Context: an optimization exercise on an open-source flow, tuned for small area. The choices shown serve that exercise and are no tape-out recipe.
Only simulation tests tie the RTL to the original design; equivalence was not proved.
No activity file was given, so power comes from the tool's default toggle rates.

Setup of pepper:
// afe_chain
module afe_chain (
    input  wire               clk,
    input  wire               rst,
    input  wire               start,
    input  wire               bit_valid,
    input  wire               bit_in,
    input  wire        [7:0]  sinc_r_m1,
    input  wire               fir_dec,
    input  wire        [4:0]  sh0,
    input  wire        [4:0]  sh1,
    input  wire        [4:0]  sh2,
    input  wire        [4:0]  sh3,
    input  wire               coef_we,
    input  wire        [5:0]  coef_addr,
    input  wire        [19:0] coef_data,
    output wire               y0_valid,
    output wire signed [23:0] y0,
    output wire               y0_sat,
    output wire               y_valid,
    output wire signed [23:0] y,
    output wire               y_sat
);
==> module afe_fir, before the edit <==
module afe_fir (
    input  wire               clk,
    input  wire               rst,
    input  wire               clr,
    input  wire               dec2,
    input  wire        [4:0]  sh,
    input  wire               coef_we,
    input  wire        [5:0]  coef_addr,
    input  wire signed [19:0] coef_data,
    input  wire               in_valid,
    input  wire signed [23:0] in_x,
    input  wire               in_sat,
    output reg                out_valid,
    output wire signed [23:0] out_y,
    output reg                out_sat
);
    localparam AccW = 50;
    localparam [1:0] IDLE = 2'd0, EMIT = 2'd1, PRE = 2'd2, CLR = 2'd3;
    reg [19:0] cr [0:62];
    reg [19:0] ce;
    reg        modeb;
    reg [5:0]  bcnt;
    reg [5:0]  z;             
    wire [19:0] chd = modeb ? ce : cr[62];
    wire [6:0] wdiff = {1'b0, coef_addr} - {1'b0, z};
    wire [5:0] wpos  = wdiff[6] ? (wdiff[5:0] - 6'd1) : wdiff[5:0];
    wire       wr_ring = coef_we && (coef_addr != 6'd0);
    wire [19:0] wd_o = coef_data | {20{~wr_ring}};
    wire [19:0] wd_e = ~coef_data | {20{~wr_ring}};
    reg  [62:0] dec;
    integer k;
    always @(*) begin
        for (k = 0; k < 63; k = k + 1)
            dec[k] = (wpos == k);
    end
    wire [62:0] wep = dec & {63{wr_ring}};
    always @(posedge clk) begin
        if (modeb)
            ce <= cr[62];
        else if (coef_we && coef_addr == 6'd0)
            ce <= coef_data;
        cr[0] <= wep[0] ? coef_data : chd;
        for (k = 1; k < 63; k = k + 1) begin
            if (k % 2 == 1)
                cr[k] <= ~((cr[k-1] | {20{wep[k]}}) & (wd_o | {20{~dec[k]}}));
            else
                cr[k] <= ~((cr[k-1] | {20{wep[k]}}) & (wd_e | {20{~dec[k]}}));
        end
    end
    reg [1:0]  st;
    reg [5:0]  cnt;           
    reg [1:0]  dg;            
    reg        junk;          
    reg        pend, pend_out;
    reg        fph, flf, curf;
    wire       clearing = (st == CLR);    
    reg        need_pre;
    reg [23:0] dr [0:62];
    wire ins = (st == PRE) && !junk && (dg == 2'd3) && (z == 6'd1);
    wire [23:0] dh = ins ? in_x : (clearing ? 24'd0 : dr[62]);
    always @(posedge clk) begin
        dr[0] <= dh;
        for (k = 1; k < 63; k = k + 1)
            dr[k] <= dr[k-1];
    end
    reg signed [AccW-1:0] acc;
    reg                   clr_r;      
    wire        emit = (st == EMIT);
    wire [1:0]  edg  = (cnt == 6'd0) ? 2'd0 : (cnt == 6'd5) ? 2'd1 :
                       (cnt == 6'd10) ? 2'd2 : 2'd3;
    wire        eadd = emit && (cnt == 6'd0 || cnt == 6'd5 || cnt == 6'd10 || cnt == 6'd15);
    wire [19:0] dsrc = (emit || modeb) ? ce : cr[62];
    wire [1:0]  dsel = emit ? edg : dg;
    reg  signed [5:0] dig;
    always @(*) begin
        case (dsel)
            2'd0: dig = {1'b0, dsrc[4:0]};
            2'd1: dig = {1'b0, dsrc[9:5]};
            2'd2: dig = {1'b0, dsrc[14:10]};
            default: dig = {dsrc[19], dsrc[19:15]};
        endcase
    end
    wire signed [23:0] mx   = emit ? in_x : dh;
    wire pass = (st == PRE) && !junk;
    wire        addp = pass || eadd;
    wire [49:0] acc_n;
    afe_mac u_mac (
        .acc(acc), .mx(mx), .dig(addp ? dig : 6'd0),
        .zero(clr_r || (pass && cnt == 6'd0 && dg == 2'd3)),
        .shl(pass && cnt == 6'd0),
        .emit(emit), .acc_n(acc_n), .lsb(sbit)
    );
    reg  [23:0] yreg;
    reg         carry, t23, sat, sgn;
    wire        ge    = (cnt >= {1'b0, sh});
    wire [5:0]  kk    = cnt - {1'b0, sh};
    wire        tb    = sbit ^ carry;
    wire        cap   = emit && ge && (kk < 6'd24);
    wire        chk   = emit && ge && (kk > 6'd23);
    wire        sat_n = sat | (chk & (tb ^ t23));
    wire        sgn_n = chk ? tb : sgn;
    wire in_out = !dec2 || fph;      
    wire go     = (st == IDLE) && pend && !clearing;
    wire go_pre = !modeb && (((st == IDLE) && ((pend && !pend_out) || need_pre) && !clearing) ||
                             (emit && cnt == 6'd56));
    always @(posedge clk) begin
        if (rst) begin
            modeb <= 1'b0;
            bcnt  <= 6'd0;
            z     <= 6'd1;
        end else begin
            if (go_pre && !clr) begin
                modeb <= 1'b1;
                bcnt  <= 6'd0;
            end else if (modeb) begin
                bcnt <= bcnt + 6'd1;
                if (bcnt == 6'd63)
                    modeb <= 1'b0;
            end
            if (!(modeb && bcnt == 6'd0))
                z <= (z == 6'd1) ? 6'd63 : z - 6'd1;
        end
    end
    always @(posedge clk) begin
        if (rst || clr) begin
            st        <= clr ? CLR : IDLE;
            cnt       <= 6'd0;
            dg        <= 2'd3;
            junk      <= 1'b0;
            pend      <= 1'b0;
            pend_out  <= 1'b0;
            fph       <= 1'b0;
            flf       <= 1'b0;
            curf      <= 1'b0;
            need_pre  <= 1'b0;
            out_valid <= 1'b0;
            out_sat   <= 1'b0;
            carry <= 1'b0; sat <= 1'b0; sgn <= 1'b0; t23 <= 1'b0;
        end else begin
            out_valid <= 1'b0;
            if (in_valid) begin
                pend     <= 1'b1;
                pend_out <= in_out;
                fph      <= ~fph;
                if (in_out) begin
                    curf <= flf | in_sat;
                    flf  <= 1'b0;
                end else begin
                    flf  <= flf | in_sat;
                end
            end
            case (st)
                IDLE: begin
                    if (go && pend_out) begin
                        st    <= EMIT;
                        cnt   <= 6'd0;
                        carry <= 1'b0;
                        sat   <= 1'b0;
                        sgn   <= 1'b0;
                        t23   <= 1'b0;
                        if (!in_valid) pend <= 1'b0;
                    end else if (go_pre) begin
                        st       <= PRE;
                        cnt      <= 6'd0;
                        dg       <= 2'd3;
                        junk     <= 1'b1;
                        need_pre <= 1'b0;
                        if (!need_pre && !in_valid) pend <= 1'b0;
                    end
                end
                EMIT: begin
                    sat <= sat_n;
                    sgn <= sgn_n;
                    if (cnt + 6'd1 == {1'b0, sh})
                        carry <= sbit;
                    else if (ge)
                        carry <= sbit & carry;
                    if (cap && kk == 6'd23)
                        t23 <= tb;
                    cnt <= cnt + 6'd1;
                    if (cnt == 6'd56) begin
                        out_valid <= 1'b1;
                        out_sat   <= sat_n | curf;
                        if (go_pre) begin
                            st   <= PRE;
                            cnt  <= 6'd0;
                            dg   <= 2'd3;
                            junk <= 1'b1;
                        end else begin
                            st       <= IDLE;
                            need_pre <= 1'b1;
                        end
                    end
                end
                PRE: begin
                    if (junk) begin
                        junk <= 1'b0;
                    end else begin
                        cnt <= (cnt == 6'd62) ? 6'd0 : cnt + 6'd1;
                        if (cnt == 6'd62) begin
                            dg <= dg - 2'd1;
                            if (dg == 2'd0)
                                st <= IDLE;
                        end
                    end
                end
                default: begin    
                    cnt <= cnt + 6'd1;
                    if (cnt == 6'd62)
                        st <= IDLE;
                end
            endcase
        end
    end
    always @(posedge clk) begin
        acc   <= acc_n;
        clr_r <= clr;
        if (cap)
            yreg <= {tb, yreg[23:1]};
    end
    assign out_y = sat ? {sgn, {23{~sgn}}} : yreg;
endmodule
==> flow/config.mk <==
export PLATFORM = sky130hd
export DESIGN_NAME = afe_chain
export DESIGN_NICKNAME = afe_chain
export VERILOG_FILES = /design/flow/design.v
export SDC_FILE = /design/flow/constraint.sdc
export NUM_CORES = 4
export LEC_CHECK = 0
export ABC_AREA = 1
export CAP_MARGIN = 20
export CELL_PAD_IN_SITES_DETAIL_PLACEMENT = 0
export CELL_PAD_IN_SITES_GLOBAL_PLACEMENT = 0
export CORE_MARGIN = 2
export CORE_UTILIZATION = 65
export CTS_CLUSTER_DIAMETER = 100
export CTS_CLUSTER_SIZE = 27
export PLACE_DENSITY = 0.75
export SLEW_MARGIN = 20
==> flow/constraint.sdc <==
create_clock -name core_clock -period 15.0 [get_ports {clk}]
set_input_delay 3.0000 -clock core_clock [delete_from_list [all_inputs] [get_ports {clk}]]
set_output_delay 3.0000 -clock core_clock [all_outputs]
set_load 0.01 [all_outputs]
run.sh (not shown) runs the stock make flow with config.mk's settings and CLKGATE_MAP_FILE= SYNTH_SCRIPT=/design/flow/synth_recipe.tcl, a recipe that flattens the netlist after the stock synthesis.
## Diff of input files: xenon against pepper
diff --git a/flow/design.v b/flow/design.v
--- a/flow/design.v
+++ b/flow/design.v
@@ -423,10 +423,11 @@
 );
     localparam AccW = 50;
     localparam [1:0] IDLE = 2'd0, EMIT = 2'd1, PRE = 2'd2, CLR = 2'd3;
     reg [19:0] cr [0:62];
     reg [19:0] ce;
+    reg [19:0] c0;
     reg        modeb;
     reg [5:0]  bcnt;
     reg [5:0]  z;             
     wire [19:0] chd = modeb ? ce : cr[62];
     wire [6:0] wdiff = {1'b0, coef_addr} - {1'b0, z};
@@ -440,21 +441,20 @@
         for (k = 0; k < 63; k = k + 1)
             dec[k] = (wpos == k);
     end
     wire [62:0] wep = dec & {63{wr_ring}};
     always @(posedge clk) begin
-        if (modeb)
-            ce <= cr[62];
-        else if (coef_we && coef_addr == 6'd0)
-            ce <= coef_data;
+        ce <= cr[62];
         cr[0] <= wep[0] ? coef_data : chd;
         for (k = 1; k < 63; k = k + 1) begin
             if (k % 2 == 1)
                 cr[k] <= ~((cr[k-1] | {20{wep[k]}}) & (wd_o | {20{~dec[k]}}));
             else
                 cr[k] <= ~((cr[k-1] | {20{wep[k]}}) & (wd_e | {20{~dec[k]}}));
         end
+        if (coef_we && coef_addr == 6'd0)
+            c0 <= coef_data;
     end
     reg [1:0]  st;
     reg [5:0]  cnt;           
     reg [1:0]  dg;            
     reg        junk;          
@@ -474,11 +474,11 @@
     reg                   clr_r;      
     wire        emit = (st == EMIT);
     wire [1:0]  edg  = (cnt == 6'd0) ? 2'd0 : (cnt == 6'd5) ? 2'd1 :
                        (cnt == 6'd10) ? 2'd2 : 2'd3;
     wire        eadd = emit && (cnt == 6'd0 || cnt == 6'd5 || cnt == 6'd10 || cnt == 6'd15);
-    wire [19:0] dsrc = (emit || modeb) ? ce : cr[62];
+    wire [19:0] dsrc = emit ? c0 : chd;
     wire [1:0]  dsel = emit ? edg : dg;
     reg  signed [5:0] dig;
     always @(*) begin
         case (dsel)
             2'd0: dig = {1'b0, dsrc[4:0]};
For final cell count, xenon and pepper come out practically identical.
Mean area per synthesized cell: xenon > pepper
Per the comparison of xenon with pepper, via count of the routed design decreased by 775 relative to the old numbers; critical path depth decreased by about 5% relative to the old numbers; fraction of power consumed by the clock network decreased by 0.5 points relative to the old numbers.

separate check: timing with driven ports:
The flow's constraints put no driver on any port. The routed layouts listed below were extracted and timed again, unchanged, in two steps. Step 1 assumes that a clkbuf_16 drives the clock port and a buf_2 every other input. Step 2 moves the port delays by t, midway between the first and last clock arrival at a register: inputs arrive t later, outputs are due t later. That takes back most of the time a late clock gives input paths. Three values: ideal, step 1, step 2; two values: the first two.
run | shift t [ns] | slack for setup (ns) | worst setup path after step 2 | clock arrival spread, ns | worst register clock-pin slew, ns
pepper | 0.916 | 0.611 / 0.589 / 0.589 | input to output | 0.045 / 0.045 | 0.11 / 0.11
xenon | 0.908 | 0.773 / 0.749 / 0.749 | input to output | 0.058 / 0.058 | 0.11 / 0.11
After both steps setup and hold are still met in every run listed. For xenon, which loses most, drivers alone change the setup slack by -0.024 ns; drivers and shift together by -0.024 ns.
